From an optimization exercise on the open Yosys and OpenROAD flow, aimed at a short achievable clock period and few clock cycles; shortcuts taken in it are not production practice. Only simulation tests tie the RTL to the original design; equivalence was not proved. Power and IR drop assume default switching activity.

`config.mk`:
```
export PLATFORM = sky130hd
export DESIGN_NAME = re_core
export DESIGN_NICKNAME = re_core
export VERILOG_FILES = /design/flow/design.v
export SDC_FILE = /design/flow/constraint.sdc
export NUM_CORES = 4
export LEC_CHECK = 0
export CAP_MARGIN = 20
export CORE_MARGIN = 2
export CORE_UTILIZATION = 40
export PLACE_DENSITY = 0.6
export SLEW_MARGIN = 20
```
`constraint.sdc`:
```
create_clock -name core_clock -period 12.0 [get_ports {clk}]
set_input_delay 2.4000 -clock core_clock [delete_from_list [all_inputs] [get_ports {clk}]]
set_output_delay 2.4000 -clock core_clock [all_outputs]
set_load 0.01 [all_outputs]
```
`design.v`:
```
module re_core (
    input  wire        clk,
    input  wire        rst,
    input  wire        dztrap,
    output wire        imem_req,
    output wire [15:0] imem_addr,
    input  wire        imem_ack,
    input  wire        imem_err,
    input  wire [15:0] imem_rdata,
    output reg         dmem_req,
    output reg         dmem_we,
    output reg  [15:0] dmem_addr,
    output reg  [15:0] dmem_wdata,
    input  wire        dmem_ack,
    input  wire        dmem_err,
    input  wire [15:0] dmem_rdata,
    output reg         sys_req,
    output reg  [3:0]  sys_op,
    output reg  [15:0] sys_a,
    output reg  [15:0] sys_b,
    output reg  [15:0] sys_c,
    input  wire        sys_ack,
    input  wire [15:0] sys_r0,
    input  wire [15:0] sys_r1,
    output reg         exc_valid,
    output reg  [2:0]  exc_code,
    output reg  [15:0] exc_pc,
    output reg  [7:0]  exc_info,
    output reg         faulted
);
    localparam EXC_ILLEGAL = 3'd0;
    localparam EXC_DIVZERO = 3'd2;
    localparam EXC_FETCH   = 3'd3;
    localparam EXC_DOUBLE  = 3'd4;
    localparam EXC_TRAP    = 3'd5;
    localparam [15:0] E_RANGE = 16'h0101;
    localparam FN = 0, FZ = 1, FC = 2, FV = 3, FS = 4, FD = 5, FI = 6;
    integer i;
    reg [15:0] g [0:15];
    reg [6:0]  flags;
    reg [15:0] cvec;           
    reg        exc;
    reg [15:0] xpc;
    reg [6:0]  xflg;
    reg        dz_q;           
    reg        started;
    reg [15:0] pend;
    function [15:0] conds(input [6:0] f);
        begin
            conds[0]  = f[FZ];
            conds[1]  = !f[FZ];
            conds[2]  = f[FC];
            conds[3]  = !f[FC];
            conds[4]  = f[FN];
            conds[5]  = !f[FN];
            conds[6]  = f[FV];
            conds[7]  = !f[FV];
            conds[8]  = !f[FC] && !f[FZ];
            conds[9]  = f[FC] || f[FZ];
            conds[10] = (f[FN] == f[FV]);
            conds[11] = (f[FN] != f[FV]);
            conds[12] = !f[FZ] && (f[FN] == f[FV]);
            conds[13] = f[FZ] || (f[FN] != f[FV]);
            conds[14] = 1'b1;
            conds[15] = 1'b1;
        end
    endfunction
    reg        f_out;          
    reg [15:0] f_addr;         
    reg        f_kill;         
    reg [15:0] fpc;            
    reg [7:0]  fpc_hi_inc;     
    reg [7:0]  fpc_hi_dec;     
    reg        exp_w2;         
    reg        w2_jmp;         
    reg        hold;           
    reg        brdy;           
    reg        jrdy;           
    reg        rrdy;           
    reg        cur_v;
    reg [15:0] cur_a;
    reg        cur_ph;         
    reg        cur_bus;        
    reg        l_hit;
    reg [15:0] l_data;
    reg        l_rdir;
    reg [15:0] cd [0:63];
    reg [9:0]  ct [0:63];
    reg        cr [0:63];      
    reg [63:0] cvv;
    function [5:0] cidx(input [15:0] a);
        cidx = a[5:0] ^ {a[9:7], 3'b000} ^ {4'b0000, a[11:10]};
    endfunction
    function ill_fn(input [15:0] w);
        begin
            ill_fn = 1'b0;
            case (w[15:12])
                4'h0: ill_fn = (w[3:0] >= 4'hD) && w[8];
                4'h1: begin
                    case (w[3:0])
                        4'h3: ill_fn = w[8];
                        4'h4: ill_fn = (w[7:4] != 4'h0);
                        4'h5: ill_fn = (w[11:8] != 4'h0);
                        4'h6: ill_fn = (w[7:4] != 4'h0);
                        4'h7: ill_fn = (w[11:8] != 4'h0);
                        4'h8, 4'h9, 4'hB: ill_fn = (w[11:4] != 8'h00);
                        4'hA, 4'hC, 4'hD, 4'hE, 4'hF: ill_fn = 1'b1;
                        default: ill_fn = 1'b0;
                    endcase
                end
                4'h5: ill_fn = (w[7:0] != 8'h00);
                4'h8: ill_fn = (w[11:8] == 4'hF);
                4'h9: begin
                    if (w[11:9] == 3'b000)      ill_fn = (w[7:0] != 8'h00);
                    else if (w[11:9] == 3'b001) ill_fn = (w[3:0] != 4'h0);
                    else                        ill_fn = 1'b1;
                end
                4'hB: ill_fn = (w[3:0] > 4'h1);
                4'hC: ill_fn = (w[3:0] > 4'h2) || (w[7:4] > 4'hD);
                4'hD: ill_fn = (w[11:8] != 4'h0);
                4'hE, 4'hF: ill_fn = 1'b1;
                default: ill_fn = 1'b0;
            endcase
        end
    endfunction
    function rdir_fn(input [15:0] w);
        rdir_fn = ill_fn(w) || (w[15:12] == 4'h8) || (w[15:12] == 4'hD) ||
                  (w[15:12] == 4'h9 && w[10:9] != 2'b00) ||
                  (w[15:12] == 4'h1 && w[3:0] == 4'hB);
    endfunction
    reg [2:0]  q_cnt;
    reg [15:0] q_w   [0:3];
    reg [15:0] q_pc  [0:3];
    reg [15:0] q_tg  [0:3];    
    reg [3:0]  q_ci  [0:3];    
    reg [3:0]  q_ei  [0:3];    
    reg [20:0] q_pd  [0:3];    
    localparam P_TW = 0, P_ILL = 1, P_ERR = 2, P_CF = 3, P_BCC = 4, P_EXC = 5,
               P_RDD = 6, P_RDS = 7, P_RDC = 8, P_RDE = 9, P_RDF = 10,
               P_WRD = 11, P_WRD1 = 12, P_WR15 = 13, P_WRS1 = 14,
               P_MEM = 15, P_SYS = 16, P_DIV = 17, P_WF = 18, P_JR = 19, P_RETX = 20;
    wire        src_c = !cur_ph && l_hit;      
    wire [15:0] rw    = src_c ? l_data : imem_rdata;
    wire [3:0]  r_op  = rw[15:12];
    localparam V_TG = 0, V_CI = 16, V_EI = 20, V_PD = 24, V_TW = 45, V_ILL = 46, V_ERR = 47,
               V_TRAP = 48, V_JMP = 49, V_CF = 50, V_RETX = 51, V_JR = 52, V_RDIR = 53, V_J9 = 54;
    function [54:0] predec(input [15:0] w, input e, input xw2, input xj,
                           input [15:0] fp, input [7:0] hinc, input [7:0] hdec);
        reg [3:0]  o, d, sx, x;
        reg        il, two, okk, tw, ill, trap, jmp, retx, jr, bcc, cf;
        reg [20:0] pdv;
        reg [8:0]  tlo;
        reg [7:0]  thi;
        begin
            o = w[15:12]; d = w[11:8]; sx = w[7:4]; x = w[3:0];
            il   = ill_fn(w);
            two  = (w[7:0] == 8'h00) && (o == 4'h5 || (o == 4'h9 && d[3:1] == 3'b000));
            okk  = !xw2 && !e && !il;
            tw   = okk && two;
            ill  = !xw2 && !e && il;
            trap = !xw2 && !e && (o == 4'hD) && (d == 4'h0);
            jmp  = xw2 && xj && !e;
            retx = !xw2 && !e && (o == 4'h1) && (x == 4'hB) && (w[11:4] == 8'h00);
            jr   = !xw2 && !e && (o == 4'h9) && (d[3:1] == 3'b001) && (x == 4'h0);
            bcc  = okk && (o == 4'h8);
            cf   = bcc || jr || retx || ill || e;
            pdv = 21'd0;
            pdv[P_TW]   = tw;
            pdv[P_ILL]  = ill;
            pdv[P_ERR]  = e;
            pdv[P_CF]   = cf;
            pdv[P_BCC]  = bcc;
            pdv[P_EXC]  = ill || e || trap;
            pdv[P_JR]   = jr;
            pdv[P_RETX] = retx;
            if (okk) begin
                pdv[P_RDD] = (o == 4'h0 && x != 4'h7) || (o == 4'h1 && x == 4'h3) ||
                             o == 4'h2 || o == 4'h3 || o == 4'h7;
                pdv[P_RDS] = o == 4'h0 ||
                             (o == 4'h1 && (x <= 4'h3 || x == 4'h5 || x == 4'h7)) ||
                             o == 4'h6 || o == 4'h7 || (o == 4'h9 && d[1]) ||
                             o == 4'hA || o == 4'hB || o == 4'hC;
                pdv[P_RDC] = o == 4'hA || o == 4'hC;
                pdv[P_RDE] = o == 4'hC;
                pdv[P_RDF] = (o == 4'h1 && (x == 4'h4 || x == 4'hB)) || o == 4'h8 || o == 4'hD;
                pdv[P_WRD] = (o == 4'h0 && x != 4'h8) || (o == 4'h1 && (x <= 4'h4 || x == 4'h6)) ||
                             o == 4'h2 || o == 4'h4 || o == 4'h5 || o == 4'h6 ||
                             o == 4'hA || o == 4'hB || o == 4'hC;
                pdv[P_WRD1] = (o == 4'h0 && x >= 4'hD) || (o == 4'h1 && x == 4'h3);
                pdv[P_WR15] = o == 4'h9 && d[0];
                pdv[P_WRS1] = o == 4'hC;
                pdv[P_MEM]  = o == 4'h6 || o == 4'h7;
                pdv[P_SYS]  = (o == 4'h1 && x >= 4'h6 && x <= 4'h9) || o == 4'hA || o == 4'hB || o == 4'hC;
                pdv[P_DIV]  = o == 4'h0 && x >= 4'hE;
                pdv[P_WF]   = (o == 4'h0 && x <= 4'hD) || (o == 4'h1 && (x <= 4'h3 || x == 4'h5)) ||
                              o == 4'h2 || o == 4'h3;
            end
            if (trap) pdv[P_RDF] = 1'b1;
            tlo = {1'b0, fp[7:0]} + {1'b0, w[7:0]};
            thi = (tlo[8] && !w[7]) ? hinc : (!tlo[8] && w[7]) ? hdec : fp[15:8];
            predec[V_TG +: 16] = {thi, tlo[7:0]};
            predec[V_CI +: 4]  = (o == 4'hC) ? (sx + 4'd1) : x;
            predec[V_EI +: 4]  = sx + 4'd2;
            predec[V_PD +: 21] = pdv;
            predec[V_TW]   = tw;
            predec[V_ILL]  = ill;
            predec[V_ERR]  = e;
            predec[V_TRAP] = trap;
            predec[V_JMP]  = jmp;
            predec[V_CF]   = cf;
            predec[V_RETX] = retx;
            predec[V_JR]   = jr;
            predec[V_RDIR] = e || (xw2 ? xj : rdir_fn(w));
            predec[V_J9]   = tw && (o == 4'h9);
        end
    endfunction
    wire [54:0] pv_b = predec(imem_rdata, imem_err, exp_w2, w2_jmp, fpc, fpc_hi_inc, fpc_hi_dec);
    wire [54:0] pv_c = predec(l_data, 1'b0, exp_w2, w2_jmp, fpc, fpc_hi_inc, fpc_hi_dec);
    wire [54:0] pv   = src_c ? pv_c : pv_b;
    wire        p_tw   = pv[V_TW];
    wire        p_ill  = pv[V_ILL];
    wire        p_err  = pv[V_ERR];
    wire        p_trap = pv[V_TRAP];
    wire        p_jmp  = pv[V_JMP];
    wire        p_retx = pv[V_RETX];
    wire        p_jr   = pv[V_JR];
    wire        p_cf   = pv[V_CF];
    wire [20:0] p_pd   = pv[V_PD +: 21];
    wire [15:0] p_tg   = pv[V_TG +: 16];
    wire [3:0]  p_ci   = pv[V_CI +: 4];
    wire [3:0]  p_ei   = pv[V_EI +: 4];
    wire [15:0] iw = q_w[0];
    wire [3:0]  op = iw[15:12];
    wire [3:0]  fd = iw[11:8];
    wire [3:0]  fs = iw[7:4];
    wire [3:0]  fx = iw[3:0];
    wire [15:0] simm8 = {{8{iw[7]}}, iw[7:0]};
    wire [15:0] w2 = q_w[1];
    wire [20:0] pd = q_pd[0];
    wire v0 = (q_cnt != 3'd0);
    wire v1 = (q_cnt[2] || q_cnt[1]);
    wire inst_ok = v0 && (!pd[P_TW] || v1);
    wire x_err  = pd[P_ERR] || (pd[P_TW] && q_pd[1][P_ERR]);
    wire op1    = (op == 4'h1);
    wire c_retx = pd[P_RETX];
    wire x_ill  = pd[P_ILL] || (c_retx && !exc);
    wire ok     = !x_err && !pd[P_ILL];
    wire c_trap = ok && (op == 4'hD);
    wire x_exc  = pd[P_EXC] || (pd[P_TW] && q_pd[1][P_ERR]) || (c_retx && !exc);
    wire c_retx_ok = c_retx && exc;
    wire c_op0    = ok && (op == 4'h0);
    wire c_addsub = (c_op0 && (fx <= 4'h3 || fx == 4'h8)) || (ok && op1 && fx <= 4'h1) ||
                    (ok && (op == 4'h2 || op == 4'h3));
    wire c_logic  = (c_op0 && fx >= 4'h4 && fx <= 4'h7) || (ok && op1 && fx == 4'h2);
    wire c_shift  = c_op0 && fx >= 4'h9 && fx <= 4'hC;
    wire c_mul    = (c_op0 && fx == 4'hD) || (ok && op1 && fx == 4'h3);
    wire c_div    = c_op0 && fx >= 4'hE;
    wire c_mff    = ok && op1 && fx == 4'h4;
    wire c_mtf    = ok && op1 && fx == 4'h5;
    wire c_claim  = ok && op1 && fx == 4'h6;
    wire c_sig    = ok && op1 && fx == 4'h7;
    wire c_kick   = ok && op1 && fx == 4'h8;
    wire c_sleep  = ok && op1 && fx == 4'h9;
    wire c_ldi    = ok && op == 4'h4;
    wire c_ldl    = ok && op == 4'h5;
    wire c_ld     = ok && op == 4'h6;
    wire c_st     = ok && op == 4'h7;
    wire c_bcc    = pd[P_BCC];
    wire c_call   = ok && op == 4'h9 && fd == 4'h1;
    wire c_jr     = pd[P_JR];                       
    wire c_callr  = c_jr && fd[0];
    wire c_wait   = ok && op == 4'hA;
    wire c_cmab   = ok && op == 4'hB;
    wire c_ureq   = ok && op == 4'hC;
    wire [3:0] ci = q_ci[0];
    wire [3:0] ei = q_ei[0];
    reg        x2_v;
    reg [15:0] x2_wm;           
    reg        x2_wf;           
    wire [15:0] busy = pend | x2_wm;
    wire haz = (pd[P_RDD] && busy[fd]) || (pd[P_RDS] && busy[fs]) || (pd[P_RDC] && busy[ci]) ||
               (pd[P_RDE] && busy[ei]) || ((pd[P_RDF] || x_exc) && x2_wf) ||
               (pd[P_WRD] && pend[fd]) || (pd[P_WRD1] && pend[{fd[3:1], 1'b1}]) ||
               (pd[P_WR15] && pend[15]) || (pd[P_WRS1] && pend[ci]);
    reg dq_v, sq_v;
    reg [1:0] dv_st;            
    wire div_busy = (dv_st != 2'd0);
    wire bus_busy = dmem_req || dq_v || sys_req || sq_v;
    wire fire_gen = inst_ok && !faulted && !div_busy && !haz &&
                    !(pd[P_MEM] && dq_v) && !(pd[P_SYS] && sq_v) &&
                    !(x_exc && exc && bus_busy);
    wire fire = pd[P_BCC] ? brdy : (jrdy || rrdy || fire_gen);
    wire bcc_tk = brdy && cvec[fd];
    wire dv_decide = (dv_st == 2'd1);
    wire c_hit  = cur_v && src_c;
    wire c_ack  = cur_v && cur_bus && f_out && imem_ack;
    wire cmpl   = c_hit || c_ack;
    wire rdir_c = exp_w2 ? w2_jmp : l_rdir;
    wire p_rdir = pv[V_RDIR];
    wire room    = ({1'b0, q_cnt} + {3'd0, cur_v}) <= 4'd3;
    wire ok_base = started && !faulted && !dv_decide && !hold && room;
    wire issue_reg = brdy || jrdy || rrdy || (ok_base && (!cur_v || (c_hit && !rdir_c)));
    wire issue     = issue_reg;
    wire [15:0] issue_addr = bcc_tk ? q_tg[0] : fpc;
    wire launch_cur = !f_out && cur_v && !cur_bus && (cur_ph || !l_hit);
    wire launch_new = !f_out && issue_reg;
    wire [15:0] ia1 = issue_addr + 16'd1;
    reg        imem_req_r;
    reg        bsel_r;
    reg [15:0] base_r;
    assign imem_req  = imem_req_r;
    assign imem_addr = bsel_r ? q_tg[0] : base_r;
    wire [5:0]  ci1 = cidx(fpc);
    wire [5:0]  ci2 = cidx(q_tg[0]);
    wire        lh1 = cvv[ci1] && (ct[ci1] == fpc[15:6]);
    wire        lh2 = cvv[ci2] && (ct[ci2] == q_tg[0][15:6]);
    wire [5:0]  cfi = cidx(f_addr);
    reg [15:0] oh_d, oh_s;
    reg [15:0] ra, rb;
    always @(*) begin
        ra = 16'h0000;
        rb = 16'h0000;
        for (i = 0; i < 16; i = i + 1) begin
            ra = ra | (g[i] & {16{oh_d[i]}});
            rb = rb | (g[i] & {16{oh_s[i]}});
        end
    end
    wire [15:0] rc = g[ci];
    wire [15:0] re = g[ei];
    wire [15:0] pc0  = q_pc[0];
    wire [15:0] pc0p1 = pc0 + 16'd1;
    wire [15:0] pc0p2 = pc0 + 16'd2;
    wire wait_bad = (rb != 16'hFFFF) && (rb > 16'h017F);
    wire cmab_bad = (rb[15:3] != 13'd0);
    wire ureq_bad = (rb >= 16'h0018);
    wire sig_ok   = (rb >= 16'h0100) && (rb <= 16'h017F);
    wire erange   = (c_wait && wait_bad) || (c_cmab && cmab_bad) || (c_ureq && ureq_bad);
    wire        m_sg = (op == 4'h0);
    wire [16:0] m_a  = {m_sg & ra[15], ra};
    wire [17:0] m_b  = {{2{m_sg & rb[15]}}, rb};
    reg  [31:0] pp [0:9];
    reg  [2:0]  bd;
    reg  [31:0] ax;
    always @(*) begin
        ax = {{15{m_a[16]}}, m_a};
        pp[9] = 32'd0;
        for (i = 0; i < 9; i = i + 1) begin
            bd = (i == 0) ? {m_b[1:0], 1'b0} : m_b[2*i+1 -: 3];
            case (bd)
                3'b001, 3'b010: pp[i] = ax << (2*i);
                3'b011:         pp[i] = ax << (2*i+1);
                3'b100: begin   pp[i] = (~ax) << (2*i+1); pp[9] = pp[9] | (32'd1 << (2*i+1)); end
                3'b101, 3'b110: begin pp[i] = (~ax) << (2*i); pp[9] = pp[9] | (32'd1 << (2*i)); end
                default:        pp[i] = 32'd0;
            endcase
        end
    end
    wire [31:0] l1s0 = pp[0] ^ pp[1] ^ pp[2];
    wire [31:0] l1c0 = ((pp[0] & pp[1]) | (pp[0] & pp[2]) | (pp[1] & pp[2])) << 1;
    wire [31:0] l1s1 = pp[3] ^ pp[4] ^ pp[5];
    wire [31:0] l1c1 = ((pp[3] & pp[4]) | (pp[3] & pp[5]) | (pp[4] & pp[5])) << 1;
    wire [31:0] l1s2 = pp[6] ^ pp[7] ^ pp[8];
    wire [31:0] l1c2 = ((pp[6] & pp[7]) | (pp[6] & pp[8]) | (pp[7] & pp[8])) << 1;
    wire [31:0] l2s0 = l1s0 ^ l1c0 ^ l1s1;
    wire [31:0] l2c0 = ((l1s0 & l1c0) | (l1s0 & l1s1) | (l1c0 & l1s1)) << 1;
    wire [31:0] l2s1 = l1c1 ^ l1s2 ^ l1c2;
    wire [31:0] l2c1 = ((l1c1 & l1s2) | (l1c1 & l1c2) | (l1s2 & l1c2)) << 1;
    wire [31:0] l3s0 = l2s0 ^ l2c0 ^ l2s1;
    wire [31:0] l3c0 = ((l2s0 & l2c0) | (l2s0 & l2s1) | (l2c0 & l2s1)) << 1;
    wire        m_zero = (ra == 16'h0000) || (rb == 16'h0000);
    localparam K_ADD = 3'd0, K_LOG = 3'd1, K_SH = 3'd2, K_MUL = 3'd3, K_PASS = 3'd4, K_MTF = 3'd5;
    reg [2:0]  x2_k;
    reg [15:0] x2_a, x2_b;
    reg [3:0]  x2_d;
    reg        x2_wd, x2_wd1;
    reg        x2_sub, x2_sat;
    reg [1:0]  x2_lf;           
    reg [1:0]  x2_sf;           
    reg        x2_sh16, x2_shbig, x2_keepc;
    reg        x2_mz;
    reg [31:0] x2_m0, x2_m1, x2_m2, x2_m3;
    wire [15:0] e_y   = x2_sub ? ~x2_b : x2_b;
    wire [16:0] e_sum = {1'b0, x2_a} + {1'b0, e_y} + {16'd0, x2_sub};
    wire [15:0] e_res = e_sum[15:0];
    wire        e_c   = x2_sub ? !e_sum[16] : e_sum[16];
    wire        e_v   = (x2_a[15] == e_y[15]) && (e_res[15] != x2_a[15]);
    wire [15:0] e_addv = (x2_sat && e_v) ? (x2_a[15] ? 16'h8000 : 16'h7FFF) : e_res;
    reg [15:0] e_log;
    always @(*) begin
        case (x2_lf)
            2'd0: e_log = x2_a & x2_b;
            2'd1: e_log = x2_a | x2_b;
            2'd2: e_log = x2_a ^ x2_b;
            default: e_log = x2_b;
        endcase
    end
    reg [15:0] e_sh;
    reg        e_shc;
    reg [16:0] e_t;
    reg [4:0]  e_k;
    always @(*) begin
        e_k = x2_sh16 ? 5'd16 : {1'b0, x2_b[3:0]};
        e_t = 17'd0;
        case (x2_sf)
            2'd0: begin
                e_t = {1'b0, x2_a} << e_k;
                e_sh = e_t[15:0];  e_shc = e_t[16];
                if (x2_shbig) begin e_sh = 16'h0000; e_shc = 1'b0; end
            end
            2'd1: begin
                e_t = {x2_a, 1'b0} >> e_k;
                e_sh = e_t[16:1];  e_shc = e_t[0];
                if (x2_shbig) begin e_sh = 16'h0000; e_shc = 1'b0; end
            end
            2'd2: begin
                e_t = $signed({x2_a, 1'b0}) >>> e_k;
                e_sh = e_t[16:1];  e_shc = e_t[0];
                if (x2_shbig) begin e_sh = {16{x2_a[15]}}; e_shc = x2_a[15]; end
            end
            default: begin
                e_sh = (x2_a >> x2_b[3:0]) | (x2_a << (5'd16 - {1'b0, x2_b[3:0]}));
                e_shc = e_sh[15];
            end
        endcase
    end
    wire [31:0] l4s = x2_m0 ^ x2_m1 ^ x2_m2;
    wire [31:0] l4c = ((x2_m0 & x2_m1) | (x2_m0 & x2_m2) | (x2_m1 & x2_m2)) << 1;
    wire [31:0] l5s = l4s ^ l4c ^ x2_m3;
    wire [31:0] l5c = ((l4s & l4c) | (l4s & x2_m3) | (l4c & x2_m3)) << 1;
    wire [31:0] e_prod = l5s + l5c;
    reg [15:0] e_val;
    always @(*) begin
        case (x2_k)
            K_ADD:   e_val = e_addv;
            K_LOG:   e_val = e_log;
            K_SH:    e_val = e_sh;
            K_MUL:   e_val = e_prod[15:0];
            default: e_val = x2_b;
        endcase
    end
    reg [15:0] dv_a, dv_am, dv_bm;
    reg        dv_sg, dv_bz, dv_qn, dv_rn, dv_ovf;
    reg [3:0]  dv_d;
    reg [15:0] dv_pc1;
    reg [15:0] dv_rem, dv_q;
    reg [2:0]  dv_n;
    reg [19:0] dv_m [1:15];
    wire        m_sg_div = (fx == 4'hE);
    wire [15:0] d_am = (m_sg_div && ra[15]) ? (16'h0000 - ra) : ra;
    wire [15:0] d_bm = (m_sg_div && rb[15]) ? (16'h0000 - rb) : rb;
    wire [2:0] d_nn = (dv_am[15:12] != 4'd0) ? 3'd4 : (dv_am[11:8] != 4'd0) ? 3'd3 :
                      (dv_am[7:4] != 4'd0) ? 3'd2 : (dv_am[3:0] != 4'd0) ? 3'd1 : 3'd0;
    wire [19:0] d_t = {dv_rem, dv_am[15:12]};
    reg  [20:0] d_diff [1:15];
    reg  [3:0]  d_dig;
    reg  [15:0] d_nrem;
    always @(*) begin
        d_dig = 4'd0;
        d_nrem = d_t[15:0];
        for (i = 1; i < 16; i = i + 1) begin
            d_diff[i] = {1'b0, d_t} - {1'b0, dv_m[i]};
            if (!d_diff[i][20]) begin
                d_dig = i;
                d_nrem = d_diff[i][15:0];
            end
        end
    end
    wire [15:0] d_qf = dv_qn ? (16'h0000 - dv_q) : dv_q;
    wire [15:0] d_rf = dv_rn ? (16'h0000 - dv_rem) : dv_rem;
    wire [6:0]  d0_flags = {flags[FI], 1'b1, flags[FS], 1'b0, 1'b0, 1'b0, dv_sg ? dv_a[15] : 1'b1};
    wire [19:0] bm20 = {4'd0, dv_bm};
    wire dv_zdo   = dv_decide && dv_bz && !(dz_q && exc && bus_busy);
    wire dv_trap  = dv_zdo && dz_q;
    reg [6:0] flags_n;
    always @(*) begin
        flags_n = flags;
        if (x2_v) begin
            case (x2_k)
                K_ADD: begin
                    flags_n[FN] = e_addv[15];
                    flags_n[FZ] = (e_addv == 16'h0000);
                    flags_n[FC] = e_c;
                    flags_n[FV] = e_v;
                    if (x2_sat && e_v) flags_n[FS] = 1'b1;
                end
                K_LOG: begin
                    flags_n[FN] = e_log[15];
                    flags_n[FZ] = (e_log == 16'h0000);
                end
                K_SH: begin
                    flags_n[FN] = e_sh[15];
                    flags_n[FZ] = (e_sh == 16'h0000);
                    flags_n[FV] = 1'b0;
                    if (!x2_keepc) flags_n[FC] = e_shc;
                end
                K_MUL: begin
                    flags_n[FN] = e_prod[31];
                    flags_n[FZ] = x2_mz;
                    flags_n[FC] = 1'b0;
                    flags_n[FV] = 1'b0;
                end
                K_MTF: flags_n = x2_b[6:0];
                default: ;
            endcase
        end
        if (fire && x_exc && !exc)
            flags_n[FI] = 1'b0;
        if (fire && c_retx_ok) begin
            flags_n[FN] = xflg[FN];
            flags_n[FZ] = xflg[FZ];
            flags_n[FC] = xflg[FC];
            flags_n[FV] = xflg[FV];
            flags_n[FI] = xflg[FI];
            flags_n[FS] = xflg[FS] | flags[FS];
            flags_n[FD] = xflg[FD] | flags[FD];
        end
        if (dv_zdo)
            flags_n = (dz_q && !exc) ? {1'b0, d0_flags[5:0]} : d0_flags;
        if (dv_st == 2'd3) begin
            flags_n[FN] = d_qf[15];
            flags_n[FZ] = (d_qf == 16'h0000);
            flags_n[FC] = 1'b0;
            flags_n[FV] = dv_ovf;
        end
    end
    reg        dq_we;
    reg [15:0] dq_addr, dq_wdata;
    reg [3:0]  dq_rd;
    reg [3:0]  dm_rd;           
    reg [3:0]  sq_op;
    reg [15:0] sq_a, sq_b, sq_c;
    reg [3:0]  sq_d, sq_d2;
    reg        sq_hd, sq_gen;
    reg [3:0]  sy_d, sy_d2;
    reg        sy_hd, sy_gen;
    reg        wl_v, wl_c;      
    reg [3:0]  wl_d;
    reg [15:0] wl_data;
    reg        ws_v, ws_hd, ws_gen;
    reg [3:0]  ws_d, ws_d2;
    reg [15:0] ws_r0;
    reg [7:0]  ws_r1;
    reg        fl_v;
    reg [5:0]  fl_i;
    reg [9:0]  fl_t;
    reg [15:0] fl_d;
    wire [15:0] n_daddr = rb + {12'd0, fx};
    reg  [3:0]  n_sop;
    reg         n_spush, n_shd;
    always @(*) begin
        n_spush = 1'b0;
        n_shd = 1'b0;
        n_sop = 4'd0;
        if (c_wait)  begin n_spush = !wait_bad; n_shd = 1'b1; n_sop = 4'd0; end
        if (c_cmab)  begin n_spush = !cmab_bad; n_shd = 1'b1; n_sop = fx[0] ? 4'd2 : 4'd1; end
        if (c_ureq)  begin n_spush = !ureq_bad; n_shd = 1'b1; n_sop = 4'd3 + fx; end
        if (c_sig)   begin n_spush = sig_ok;    n_sop = 4'd6; end
        if (c_claim) begin n_spush = 1'b1; n_shd = 1'b1; n_sop = 4'd7; end
        if (c_sleep) begin n_spush = 1'b1; n_sop = 4'd8; end
        if (c_kick)  begin n_spush = 1'b1; n_sop = 4'd9; end
    end
    wire [15:0] n_sb = c_ureq ? {8'h00, rc[7:0]} : rc;
    wire d_free = !dmem_req || dmem_ack;
    wire s_free = !sys_req || sys_ack;
    wire push_m = fire && pd[P_MEM];
    wire push_s = fire && pd[P_SYS] && n_spush;
    wire [1:0] n_cons = !fire ? 2'd0 : (pd[P_TW] ? 2'd2 : 2'd1);
    wire [2:0] q_rem  = q_cnt - {1'b0, n_cons};
    wire       arrive = cmpl;
    wire [2:0] q_cnt_n = dv_trap ? 3'd0 : (q_rem + {2'd0, arrive});
    reg [15:0] nq_w  [0:3];
    reg [15:0] nq_pc [0:3];
    reg [15:0] nq_tg [0:3];
    reg [3:0]  nq_ci [0:3];
    reg [3:0]  nq_ei [0:3];
    reg [20:0] nq_pd [0:3];
    always @(*) begin
        for (i = 0; i < 4; i = i + 1) begin
            if (i < q_cnt) begin
                nq_w[i] = q_w[i]; nq_pc[i] = q_pc[i]; nq_tg[i] = q_tg[i];
                nq_ci[i] = q_ci[i]; nq_ei[i] = q_ei[i]; nq_pd[i] = q_pd[i];
            end else begin
                nq_w[i] = rw; nq_pc[i] = cur_a; nq_tg[i] = p_tg;
                nq_ci[i] = p_ci; nq_ei[i] = p_ei; nq_pd[i] = p_pd;
            end
            if (fire) begin
                if (!pd[P_TW]) begin
                    if (i < 3 && i + 1 < q_cnt) begin
                        nq_w[i] = q_w[i+1]; nq_pc[i] = q_pc[i+1]; nq_tg[i] = q_tg[i+1];
                        nq_ci[i] = q_ci[i+1]; nq_ei[i] = q_ei[i+1]; nq_pd[i] = q_pd[i+1];
                    end else begin
                        nq_w[i] = rw; nq_pc[i] = cur_a; nq_tg[i] = p_tg;
                        nq_ci[i] = p_ci; nq_ei[i] = p_ei; nq_pd[i] = p_pd;
                    end
                end else begin
                    if (i < 2 && i + 2 < q_cnt) begin
                        nq_w[i] = q_w[i+2]; nq_pc[i] = q_pc[i+2]; nq_tg[i] = q_tg[i+2];
                        nq_ci[i] = q_ci[i+2]; nq_ei[i] = q_ei[i+2]; nq_pd[i] = q_pd[i+2];
                    end else begin
                        nq_w[i] = rw; nq_pc[i] = cur_a; nq_tg[i] = p_tg;
                        nq_ci[i] = p_ci; nq_ei[i] = p_ei; nq_pd[i] = p_pd;
                    end
                end
            end
        end
    end
    wire x2_wf_n   = fire && pd[P_WF];
    wire cur_v_n   = !dv_trap && (issue || (cur_v && !cmpl));
    wire f_out_n   = (f_out && !imem_ack) || launch_cur || launch_new;
    wire divb_n    = (dv_st != 2'd0) || (fire && c_div);
    wire faulted_n = faulted || (fire && x_exc && exc) || dv_decide;
    wire brdy_n    = nq_pd[0][P_BCC] && !dv_trap && ((q_rem != 3'd0) || arrive) &&
                     !x2_wf_n && !cur_v_n &&
                     !f_out_n && !divb_n && !faulted_n;
    wire [15:0] wm_fire = !fire ? 16'h0000 :
                          ((pd[P_WRD] ? (16'd1 << fd) : 16'h0000) |
                           (pd[P_WRD1] ? (16'd1 << {fd[3:1], 1'b1}) : 16'h0000) |
                           (pd[P_WR15] ? 16'h8000 : 16'h0000) |
                           (pd[P_WRS1] ? (16'd1 << ci) : 16'h0000));
    wire [15:0] jr_busy = x2_wm | wm_fire | pend;
    wire        head_n  = arrive && (q_rem == 3'd0) && !dv_trap;
    wire        jrb     = src_c ? jr_busy[l_data[7:4]] : jr_busy[imem_rdata[7:4]];
    wire        jrdy_n  = head_n && p_jr && !jrb && !divb_n && !div_busy &&
                          !faulted_n;
    wire        rrdy_n  = head_n && p_retx && exc && !(fire && (x_exc || c_retx)) &&
                          !x2_wf_n && !divb_n && !div_busy && !faulted_n;
    wire [15:0] jr_tgt  = src_c ? g[l_data[7:4]] : g[imem_rdata[7:4]];
    wire [15:0] f_addr_n = launch_cur ? cur_a : (launch_new ? issue_addr : f_addr);
    wire        f_kill_n = (dv_trap && f_out && !imem_ack) ? 1'b1 :
                           (cmpl && cur_bus && !imem_ack) ? 1'b1 :
                           (f_out && imem_ack) ? 1'b0 : f_kill;
    wire [15:0] cur_a_n  = issue ? issue_addr : cur_a;
    wire        cur_ph_n = issue ? 1'b0 : (cur_v ? 1'b1 : cur_ph);
    wire        cur_bus_n = dv_trap ? 1'b0 : issue ? launch_new : launch_cur ? 1'b1 :
                            cmpl ? 1'b0 : cur_bus;
    wire        dvt_nd   = dv_trap && !exc;
    wire [15:0] fpc_e    = dvt_nd ? 16'h0004 :
                           (fire && c_jr && !jrdy) ? rb :
                           (fire && c_retx && !rrdy) ? (exc ? xpc : 16'h0006) :
                           (fire && x_exc && !c_trap) ? 16'h0006 :
                           issue ? ia1 : fpc;
    wire        cap_rd   = cmpl && (p_trap || p_jmp) || jrdy_n || rrdy_n;
    wire [15:0] cap_a    = jrdy_n ? jr_tgt :
                           rrdy_n ? xpc :
                           p_trap ? 16'h0004 : rw;
    wire [15:0] fpc_n    = (cap_rd && !dvt_nd) ? cap_a : fpc_e;
    wire        hold_n   = dv_trap ? 1'b0 :
                           (fire && (pd[P_CF] || (pd[P_TW] && q_pd[1][P_CF]))) ? 1'b0 :
                           (cmpl && p_cf) ? 1'b1 : hold;
    wire        exp_w2_n = dv_trap ? 1'b0 : cmpl ? p_tw : exp_w2;
    wire        w2_jmp_n = cmpl ? pv[V_J9] : w2_jmp;
    wire        flt_n    = faulted || (fire && x_exc && exc) || (dv_trap && exc);
    wire        dvdec_n  = (fire && c_div) || (dv_decide && dv_bz && !dv_zdo);
    wire        l_hit_n  = bcc_tk ? lh2 : lh1;
    wire        qnz_n    = !dv_trap && ((q_rem != 3'd0) || arrive);
    wire        l_rdir_n = bcc_tk ? cr[ci2] : cr[ci1];
    wire        room_n   = ({1'b0, q_cnt_n} + {3'd0, cur_v_n}) <= 4'd3;
    wire        okb_n    = !flt_n && !dvdec_n && !hold_n && room_n;
    wire        chit_n   = cur_v_n && !cur_ph_n && l_hit_n;
    wire        rdirc_n  = exp_w2_n ? w2_jmp_n : l_rdir_n;
    wire        lc_n     = !f_out_n && cur_v_n && !cur_bus_n && (cur_ph_n || !l_hit_n);
    wire        ln_n     = !f_out_n && (brdy_n || jrdy_n || rrdy_n || (okb_n && (!cur_v_n || (chit_n && !rdirc_n))));
    wire        req_n    = f_out_n || lc_n || ln_n;
    wire [15:0] nxt_nf   = issue ? (l_hit_n ? fpc_n : issue_addr) :
                           (cur_v && !cur_bus && !c_hit && !dv_trap) ? cur_a : fpc_n;
    wire [15:0] base_f0  = launch_cur ? cur_a : launch_new ? issue_addr : nxt_nf;
    wire [15:0] base_n   = !f_out ? base_f0 : (imem_ack ? nxt_nf : f_addr);
    wire [15:0] cvec_n   = conds(flags_n);
    wire        bsel_n   = brdy_n && cvec_n[nq_w[0][11:8]];
    always @(posedge clk) begin
        if (rst) begin
            started  <= 1'b0;
            dz_q     <= dztrap;
            flags    <= 7'h00;
            cvec     <= conds(7'h00);
            exc      <= 1'b0;
            xpc      <= 16'h0000;
            xflg     <= 7'h00;
            for (i = 0; i < 16; i = i + 1)
                g[i] <= 16'h0000;
            pend     <= 16'h0000;
            f_out    <= 1'b0;
            f_addr   <= 16'h0000;
            f_kill   <= 1'b0;
            cur_v    <= 1'b0;
            cur_ph   <= 1'b0;
            cur_bus  <= 1'b0;
            cvv      <= 64'd0;
            fpc      <= 16'h0000;
            fpc_hi_inc <= 8'h01;
            fpc_hi_dec <= 8'hFF;
            exp_w2   <= 1'b0;
            w2_jmp   <= 1'b0;
            hold     <= 1'b0;
            brdy     <= 1'b0;
            jrdy     <= 1'b0;
            rrdy     <= 1'b0;
            imem_req_r <= 1'b0;
            bsel_r   <= 1'b0;
            base_r   <= 16'h0000;
            q_cnt    <= 3'd0;
            x2_v     <= 1'b0;
            x2_wm    <= 16'h0000;
            x2_wf    <= 1'b0;
            x2_wd    <= 1'b0;
            x2_wd1   <= 1'b0;
            x2_k     <= K_PASS;
            dv_st    <= 2'd0;
            dq_v     <= 1'b0;
            sq_v     <= 1'b0;
            wl_v     <= 1'b0;
            wl_c     <= 1'b0;
            ws_v     <= 1'b0;
            fl_v     <= 1'b0;
            dmem_req <= 1'b0;
            dmem_we  <= 1'b0;
            dmem_addr <= 16'h0000;
            dmem_wdata <= 16'h0000;
            sys_req  <= 1'b0;
            sys_op   <= 4'h0;
            sys_a    <= 16'h0000;
            sys_b    <= 16'h0000;
            sys_c    <= 16'h0000;
            exc_valid <= 1'b0;
            exc_code <= 3'd0;
            exc_pc   <= 16'h0000;
            exc_info <= 8'h00;
            faulted  <= 1'b0;
        end else begin
            started   <= 1'b1;
            dz_q      <= dztrap;
            exc_valid <= 1'b0;
            flags     <= flags_n;
            cvec      <= conds(flags_n);
            brdy      <= brdy_n;
            jrdy      <= jrdy_n;
            rrdy      <= rrdy_n;
            imem_req_r <= req_n;
            bsel_r  <= bsel_n;
            base_r  <= base_n;
            l_hit   <= l_hit_n;
            l_data  <= bcc_tk ? cd[ci2] : cd[ci1];
            l_rdir  <= l_rdir_n;
            f_out   <= f_out_n;
            f_addr  <= f_addr_n;
            f_kill  <= f_kill_n;
            cur_v   <= cur_v_n;
            cur_a   <= cur_a_n;
            cur_ph  <= cur_ph_n;
            cur_bus <= cur_bus_n;
            fpc     <= fpc_n;
            hold    <= hold_n;
            exp_w2  <= exp_w2_n;
            w2_jmp  <= w2_jmp_n;
            if (issue) begin
                fpc_hi_inc <= ia1[15:8] + 8'd1;
                fpc_hi_dec <= ia1[15:8] - 8'd1;
            end
            fl_v <= f_out && imem_ack && !imem_err;
            fl_i <= cfi;
            fl_t <= f_addr[15:6];
            fl_d <= imem_rdata;
            if (fl_v) begin
                cd[fl_i]  <= fl_d;
                ct[fl_i]  <= fl_t;
                cr[fl_i]  <= rdir_fn(fl_d);
                cvv[fl_i] <= 1'b1;
            end
            for (i = 0; i < 4; i = i + 1) begin
                q_w[i]  <= nq_w[i];
                q_pc[i] <= nq_pc[i];
                q_tg[i] <= nq_tg[i];
                q_ci[i] <= nq_ci[i];
                q_ei[i] <= nq_ei[i];
                q_pd[i] <= nq_pd[i];
            end
            q_cnt <= q_cnt_n;
            oh_d  <= 16'd1 << nq_w[0][11:8];
            oh_s  <= 16'd1 << nq_w[0][7:4];
            wl_c    <= dmem_req && dmem_ack && !dmem_we;
            wl_v    <= dmem_req && dmem_ack && !dmem_we && !dmem_err;
            wl_d    <= dm_rd;
            wl_data <= dmem_rdata;
            ws_v    <= sys_req && sys_ack;
            ws_hd   <= sy_hd;
            ws_gen  <= sy_gen;
            ws_d    <= sy_d;
            ws_d2   <= sy_d2;
            ws_r0   <= sys_r0;
            ws_r1   <= sys_r1[7:0];
            if (wl_v) g[wl_d] <= wl_data;
            if (ws_v) begin
                if (ws_hd) g[ws_d] <= ws_r0;
                if (ws_gen && ws_r0 == 16'h0000) g[ws_d2] <= {8'h00, ws_r1};
            end
            if (x2_v) begin
                if (x2_wd)  g[x2_d] <= e_val;
                if (x2_wd1) g[{x2_d[3:1], 1'b1}] <= e_prod[31:16];
            end
            x2_v  <= 1'b0;
            x2_wm <= 16'h0000;
            x2_wf <= x2_wf_n;
            x2_a   <= ra;
            x2_b   <= rb;
            x2_d   <= fd;
            x2_wd  <= 1'b0;
            x2_wd1 <= 1'b0;
            x2_sub <= 1'b0;
            x2_sat <= 1'b0;
            x2_k   <= K_PASS;
            x2_lf  <= fx[1:0];
            x2_sf  <= fx[1:0] - 2'd1;
            x2_sh16  <= (rb == 16'd16);
            x2_shbig <= (rb > 16'd16);
            x2_keepc <= (fx == 4'hC) ? (rb[3:0] == 4'd0) : (rb == 16'h0000);
            x2_mz  <= m_zero;
            x2_m0  <= l3s0;
            x2_m1  <= l3c0;
            x2_m2  <= l2c1;
            x2_m3  <= pp[9];
            if (fire) begin
                if (x_exc) begin
                    exc_valid <= 1'b1;
                    exc_pc    <= c_trap ? pc0p1 : pc0;
                    if (exc) begin
                        exc_code <= EXC_DOUBLE;
                        exc_info <= 8'h00;
                        faulted  <= 1'b1;
                    end else begin
                        exc_code <= x_err ? EXC_FETCH : (x_ill ? EXC_ILLEGAL : EXC_TRAP);
                        exc_info <= (c_trap && !x_ill && !x_err) ? iw[7:0] : 8'h00;
                        xpc      <= c_trap ? pc0p1 : pc0;
                        xflg     <= flags;
                        exc      <= 1'b1;
                    end
                end
                if (c_retx_ok)
                    exc <= 1'b0;
                if (c_addsub) begin
                    x2_v  <= 1'b1;
                    x2_k  <= K_ADD;
                    if (op == 4'h0) begin
                        x2_sub <= fx[0] || (fx == 4'h8);
                        x2_sat <= (fx == 4'h2 || fx == 4'h3);
                        x2_wd  <= (fx != 4'h8);
                        x2_wm  <= (fx != 4'h8) ? (16'd1 << fd) : 16'd0;
                    end else if (op == 4'h1) begin
                        x2_a   <= 16'h0000;
                        x2_sub <= 1'b1;
                        x2_sat <= fx[0];
                        x2_wd  <= 1'b1;
                        x2_wm  <= 16'd1 << fd;
                    end else begin
                        x2_b   <= simm8;
                        x2_sub <= (op == 4'h3);
                        x2_wd  <= (op == 4'h2);
                        x2_wm  <= (op == 4'h2) ? (16'd1 << fd) : 16'd0;
                    end
                end
                if (c_logic) begin
                    x2_v  <= 1'b1;
                    x2_k  <= K_LOG;
                    x2_wd <= 1'b1;
                    x2_wm <= 16'd1 << fd;
                    if (op1) begin
                        x2_b  <= ~rb;
                        x2_lf <= 2'd3;
                    end
                end
                if (c_shift) begin
                    x2_v  <= 1'b1;
                    x2_k  <= K_SH;
                    x2_wd <= 1'b1;
                    x2_wm <= 16'd1 << fd;
                end
                if (c_mul) begin
                    x2_v   <= 1'b1;
                    x2_k   <= K_MUL;
                    x2_wd  <= 1'b1;
                    x2_wd1 <= 1'b1;
                    x2_wm  <= 16'd3 << {fd[3:1], 1'b0};
                end
                if (c_mff) begin
                    x2_v  <= 1'b1;
                    x2_b  <= {9'd0, flags};
                    x2_wd <= 1'b1;
                    x2_wm <= 16'd1 << fd;
                end
                if (c_mtf) begin
                    x2_v  <= 1'b1;
                    x2_k  <= K_MTF;
                end
                if (c_ldi) begin
                    x2_v  <= 1'b1;
                    x2_b  <= simm8;
                    x2_wd <= 1'b1;
                    x2_wm <= 16'd1 << fd;
                end
                if (c_ldl) begin
                    x2_v  <= 1'b1;
                    x2_b  <= w2;
                    x2_wd <= 1'b1;
                    x2_wm <= 16'd1 << fd;
                end
                if (c_call || c_callr) begin
                    x2_v  <= 1'b1;
                    x2_b  <= c_call ? pc0p2 : pc0p1;
                    x2_d  <= 4'd15;
                    x2_wd <= 1'b1;
                    x2_wm <= 16'h8000;
                end
                if (erange) begin
                    x2_v  <= 1'b1;
                    x2_b  <= E_RANGE;
                    x2_wd <= 1'b1;
                    x2_wm <= 16'd1 << fd;
                end
            end
            if (dq_v) begin
                if (d_free) begin
                    dmem_we    <= dq_we;
                    dmem_addr  <= dq_addr;
                    dmem_wdata <= dq_wdata;
                    dm_rd      <= dq_rd;
                    dq_v       <= 1'b0;
                end
            end else if (push_m) begin
                if (d_free) begin
                    dmem_req   <= 1'b1;
                    dmem_we    <= c_st;
                    dmem_addr  <= n_daddr;
                    dmem_wdata <= ra;
                    dm_rd      <= fd;
                end else begin
                    dq_v     <= 1'b1;
                    dq_we    <= c_st;
                    dq_addr  <= n_daddr;
                    dq_wdata <= ra;
                    dq_rd    <= fd;
                end
            end else if (dmem_ack) begin
                dmem_req <= 1'b0;
            end
            if (sq_v) begin
                if (s_free) begin
                    sys_op <= sq_op;
                    sys_a  <= sq_a;
                    sys_b  <= sq_b;
                    sys_c  <= sq_c;
                    sy_d   <= sq_d;
                    sy_d2  <= sq_d2;
                    sy_hd  <= sq_hd;
                    sy_gen <= sq_gen;
                    sq_v   <= 1'b0;
                end
            end else if (push_s) begin
                if (s_free) begin
                    sys_req <= 1'b1;
                    sys_op  <= n_sop;
                    sys_a   <= rb;
                    sys_b   <= n_sb;
                    sys_c   <= re;
                    sy_d    <= fd;
                    sy_d2   <= ci;
                    sy_hd   <= n_shd;
                    sy_gen  <= c_ureq;
                end else begin
                    sq_v   <= 1'b1;
                    sq_op  <= n_sop;
                    sq_a   <= rb;
                    sq_b   <= n_sb;
                    sq_c   <= re;
                    sq_d   <= fd;
                    sq_d2  <= ci;
                    sq_hd  <= n_shd;
                    sq_gen <= c_ureq;
                end
            end else if (sys_ack) begin
                sys_req <= 1'b0;
            end
            begin : pend_upd
                reg [15:0] p;
                p = pend;
                if (wl_c) p[wl_d] = 1'b0;
                if (ws_v) begin
                    if (ws_hd)  p[ws_d]  = 1'b0;
                    if (ws_gen) p[ws_d2] = 1'b0;
                end
                if (push_m && c_ld) p[fd] = 1'b1;
                if (push_s && n_shd) p[fd] = 1'b1;
                if (push_s && c_ureq) p[ci] = 1'b1;
                pend <= p;
            end
            if (fire && c_div) begin
                dv_st  <= 2'd1;
                dv_a   <= ra;
                dv_am  <= d_am;
                dv_bm  <= d_bm;
                dv_sg  <= m_sg_div;
                dv_bz  <= (rb == 16'h0000);
                dv_qn  <= m_sg_div && (ra[15] ^ rb[15]);
                dv_rn  <= m_sg_div && ra[15];
                dv_ovf <= m_sg_div && (ra == 16'h8000) && (rb == 16'hFFFF);
                dv_d   <= fd;
                dv_pc1 <= pc0p1;
            end
            case (dv_st)
                2'd1: begin
                    if (dv_bz) begin
                        if (dv_zdo) begin
                            g[dv_d] <= dv_sg ? (dv_a[15] ? 16'h8000 : 16'h7FFF) : 16'hFFFF;
                            g[{dv_d[3:1], 1'b1}] <= dv_a;
                            dv_st <= 2'd0;
                            if (dz_q) begin
                                exc_valid <= 1'b1;
                                exc_pc    <= dv_pc1;
                                exc_info  <= 8'h00;
                                if (exc) begin
                                    exc_code <= EXC_DOUBLE;
                                    faulted  <= 1'b1;
                                end else begin
                                    exc_code <= EXC_DIVZERO;
                                    xpc      <= dv_pc1;
                                    xflg     <= d0_flags;
                                    exc      <= 1'b1;
                                end
                            end
                        end
                    end else begin
                        dv_m[1]  <= bm20;
                        dv_m[2]  <= bm20 << 1;
                        dv_m[3]  <= bm20 + (bm20 << 1);
                        dv_m[4]  <= bm20 << 2;
                        dv_m[5]  <= bm20 + (bm20 << 2);
                        dv_m[6]  <= (bm20 + (bm20 << 1)) << 1;
                        dv_m[7]  <= (bm20 << 3) - bm20;
                        dv_m[8]  <= bm20 << 3;
                        dv_m[9]  <= (bm20 << 3) + bm20;
                        dv_m[10] <= (bm20 + (bm20 << 2)) << 1;
                        dv_m[11] <= (bm20 << 3) + (bm20 << 1) + bm20;
                        dv_m[12] <= (bm20 + (bm20 << 1)) << 2;
                        dv_m[13] <= (bm20 << 3) + (bm20 << 2) + bm20;
                        dv_m[14] <= ((bm20 << 3) - bm20) << 1;
                        dv_m[15] <= (bm20 << 4) - bm20;
                        dv_rem <= 16'h0000;
                        dv_q   <= 16'h0000;
                        dv_n   <= d_nn;
                        case (d_nn)
                            3'd3: dv_am <= dv_am << 4;
                            3'd2: dv_am <= dv_am << 8;
                            3'd1: dv_am <= dv_am << 12;
                            default: ;
                        endcase
                        dv_st <= (d_nn == 3'd0) ? 2'd3 : 2'd2;
                    end
                end
                2'd2: begin
                    dv_rem <= d_nrem;
                    dv_q   <= {dv_q[11:0], d_dig};
                    dv_am  <= dv_am << 4;
                    dv_n   <= dv_n - 3'd1;
                    if (dv_n == 3'd1) dv_st <= 2'd3;
                end
                2'd3: begin
                    g[dv_d] <= d_qf;
                    g[{dv_d[3:1], 1'b1}] <= d_rf;
                    dv_st <= 2'd0;
                end
                default: ;
            endcase
        end
    end
endmodule
```
`flow/run.sh`:
```
#!/bin/bash
set -o pipefail
bash standard.sh SETUP_SLACK_MARGIN=7 SKIP_LAST_GASP=1 \
    "BUFFER_PORTS_ARGS=-buffer_cell sky130_fd_sc_hd__buf_4" finish > standard_flow.log 2>&1
```
`standard.sh`:
```
#!/bin/bash
# synth_recipe.tcl (not shown) runs the flow's synth.tcl, then flattens the netlist and writes it again
# the make line also repeats each setting of config.mk as NAME=value (left out here)
make -C /OpenROAD-flow-scripts/flow DESIGN_CONFIG=/design/flow/config.mk WORK_HOME=/design/flow/orfs CLKGATE_MAP_FILE= SYNTH_SCRIPT=/design/flow/synth_recipe.tcl "${@:-finish}"
```
==> summary.md <==
| Metric | Value |
|---|---|
| Status | `complete, no violations` |
| Vias in the first global route | `161,847` |
| EDFF count, synth | `2,938` |
| Synth cell types | `112` |
| Total track usage | `0.326` |
| Port bufs | `196` |
| Syn nets | `19,303` |
| GR Overflow Total | `0` |
| Pint | `36.9 mW` |
| HP Class | `reg2reg` |
| CTS Sinks | `3,298` |
| PD cells | `287 nW/um2` |
| Drt total wl | `895,000 um` |
| Clock Path Buffers | `4` |
| Async set-or-reset flop fraction in the synthesized netlist | `0` |
| Clock network power share | `0.168` |
| Hpwl dp | `585,000 um` |
| Root Buffer | `clkbuf_16` |
| Finished Cell Area | `238,000 um2` |
| Worst Tran Pin Value | `1.39 ns` |
| Worst setup EP type | `flop` |
| Setup Skew | `0.128 ns` |
| Crit path kind | `reg2reg` |
| Yosys reg bits | `3,298` |
| First-pass GRT wire length | `1,240,000 um` |
| Top cells by area, synth | `edfxtp_1, mux4_2, nand2_1` |
| Wire per inst | `34.7 um` |
| Slew HR | `0.0719` |
| Mapped Cells | `18,473` |
| Die H | `726 um` |
| # fillers | `47,106` |
| Switching pwr | `31.4 mW` |
| WP data arrival | `6.23 ns` |
| Fin crit share | `0.436` |
| Depth of the CTS H-tree | `5` |
| Setup violators final | `0` |
| Register-to-Register Path Depth | `23` |
| P_leak | `82.9 nW` |
| Minimum clock period | `5.23 ns` |
| RSZ-0062 raised after global routing | `yes` |
| Most frequent cells after synthesis | `edfxtp_1, nand2_1, nor2_1, mux4_2, a21oi_1` |
| CTS tree | `built` |
| Final hold violation count | `0` |
| Area growth from synthesis to layout | `14.2%` |
| Largest net degree at the start of global routing | `152` |
| DR vias | `173,288` |
| Worst EP required | `13.00 ns` |
| Antenna-violating nets left | `0` |
| Comb power frac | `0.597` |
| Drt pass-1 iters | `9` |
| Area after DPL | `220,000 um2` |
| Multi-input gate area | `109,000 um2` |
| Mean Syn Cell Area | `11.3 um2` |
| Starting DRT DRC Count | `26,898` |
| IO Pins | `205` |
| Register Area | `95,500 um2` |
| Row cnt | `265` |
| Worst Hold Depth | `0` |
| Largest area contributor in the netlist | `edfxtp_1` |
| Num CTS Buffers | `367` |
| Post-synth top area share | `0.423` |
| Worst Slack Setup Final | `6.77 ns` |
| Max Slew Vio Count | `0` |
| Post-Route Setup TNS | `0 ns` |
| Max Clk Rate | `0.191 GHz` |
| Clock latency on the worst-skew pair | `1.06 ns` |
| Max-cap violations | `0` |
| Core ar. | `520,000 um2` |
| Sequential share of power | `0.235` |
| Peak supply drop | `0.556 mV` |
| Cell count after placement | `24,835` |
| Routed vias/inst | `6.71` |
| Prevailing post-synth register cell | `edfxtp_1` |
| GPL Wtd Cong | `1.07` |
| Finished Layout Cells | `25,833` |
| Dpl ws | `4.56 ns` |
| Layout cells sized above 1 | `0.204` |
| Yosys Warn Count | `16` |
| Antenna violations before repair | `62` |
| Most numerous cell in the Yosys netlist | `edfxtp_1` |
| Crit-path max FO | `5` |
| Crit start category | `flop` |
| CTS clk-pin slew, worst paths | `0.06 ns` |
| Fraction of power spent switching nets | `0.460` |
| Initial Utilization | `0.401` |
| Synth Cell Area | `209,000 um2` |
| Sequential element share of the synthesized area | `0.457` |
| Die X | `726 um` |
| Drt drc | `0` |
| Final nets | `19,372` |
| Die Area | `527,000 um2` |
-- per-layer routing --
| metal | vias to the layer above | track usage | wire (um) |
|---|---|---|---|
| met2 | 12976 | 0.484 | 383000 |
| li1 | 71327 | - | - |
| met5 | - | 0.000816 | 780 |
| met3 | 2993 | 0.108 | 122000 |
| met1 | 85960 | 0.412 | 319000 |
| met4 | 32 | 0.201 | 70100 |
-- layout by cell type, fill, tap and decap left out, drive strengths merged, types with 380 or more instances in the layout --
cell type     n
edfxtp     2938
nand2      2009
nor2       1486
mux4       1409
a21oi      1368
o21ai      1095
buf        1065
nand3       687
inv         651
ha          573
clkbuf      466
xnor2       380
-- registers in the layout, summed over array words and instances, names as in the netlist, 17 cells and up, named ones only --
register / cells
cr: 64
x2_m3: 17
x2_m2: 19
q_w: 64
cvv: 64
dv_m: 136
x2_m1: 27
x2_m0: 32
q_tg: 64
q_pd: 80
g: 256
q_pc: 64
ct: 640
cd: 1024
-- final timing paths --
kind,startpoint,to,slack (ns)
setup reg to reg,q_ci[0][0],base_r[0],6.77
hold reg to reg,dm_rd[0],wl_d[0],0.40
hold / removal,dm_rd[0],wl_d[0],0.40
setup / recovery,q_ci[0][0],base_r[0],6.77
-- power by group through the flow --
stage	Sequential [mW]	Clock (mW)	Combinational, mW
final	16.1	11.5	40.8
after global routing	16.1	11.9	42.4
after CTS	16.0	11.5	38.3
after detailed placement	16.3	0	36.0
after global placement	16.3	0	35.7
after floorplan	15.4	0	23.6
-- worst max-delay path, cell delays in order, from the launching register on --
cell	delay, ns
edfxtp_1	0.51
buf_6	0.15
mux4_2	0.48
a22o_1	0.23
or4_4	0.56
o41a_4	0.50
nor2_4	0.15
ha_4	0.15
fa_2	0.24
xnor2_4	0.13
nand3_2	0.13
nor3_4	0.18
nand3_2	0.14
nor2_4	0.21
o21a_4	0.21
buf_6	0.11
buf_6	0.08
a21oi_2	0.04
nor3_2	0.15
a211oi_2	0.06
or3_4	0.38
mux2_4	0.28
nand3_2	0.05
and3_1	0.15
-- cell type report --
cell class                      instances  area share
Inverter                              646      0.0105
Tap cell                             6942      0.0364
Antenna cell                           43    0.000452
Multi-Input combinational cell      13131       0.459
Clock inverter                        230     0.00902
Timing Repair Buffer                 1098      0.0432
Sequential cell                      3298       0.401
Clock buffer                          445      0.0410
-- kinds of logic (layout without fill, tap and decap cells) --
| group | Yosys count | after routing | synth area share |
|---|---|---|---|
| fa+ha+maj | 760 | 760 | 0.0522 |
| simple gates | 5347 | 5347 | 0.114 |
| flops | 3298 | 3298 | 0.457 |
| xor+xnor | 619 | 619 | 0.0262 |
| compound gates | 4638 | 4639 | 0.142 |
| other cells | 1 | 44 | 0.0000180 |
| mux | 1765 | 1765 | 0.170 |
| buf+inv | 2045 | 2419 | 0.0390 |
-- per-stage QoR --
step / hold slack, ns / power (mW) / utilization
after floorplan: 0.400 / 39.0 / -
after global placement: 0.402 / 52.0 / 0.422
after detailed placement: 0.405 / 52.2 / 0.422
after CTS: 0.399 / 65.8 / 0.452
after global routing: 0.420 / 70.4 / 0.458
final: 0.395 / 68.3 / 0.458
-- repair_timing --
action,in CTS,in global routing
pin swaps,78,94
buffers inserted,142,107
cloned,14,16
resized for setup,443,390
hold buffers,0,0
endpoints found under the setup margin,1052,665
Testbench counts, summed over its fixed seeds: cycles 51,727.

[static timing again, ports no longer ideal]
How much do the figures lean on ideal ports? The routed layout below was timed once more, with nothing changed but the port constraints.
Step 1 (the two cells are an assumption about what drives the block):
set clk [get_ports {clk}]
set_driving_cell -lib_cell sky130_fd_sc_hd__clkbuf_16 $clk
set_driving_cell -lib_cell sky130_fd_sc_hd__buf_2 [delete_from_list [all_inputs] $clk]
Step 2 also shifts input and output timing later by t, the mid clock arrival at the registers, as if the neighbouring blocks saw the same clock.
a / b / c = ideal / step 1 / step 2; a / b = the first two.
t (ns): 1.142
slack for setup (ns): 6.770 / 6.770 / 5.760
latest minus earliest clock arrival (ns): 0.144 / 0.144
slew at the worst register clock pin (ns): 0.07 / 0.07
After both steps this run still meets setup and hold. The setup slack of this run moves by 0.000 ns with the drivers and by -1.010 ns with both steps.
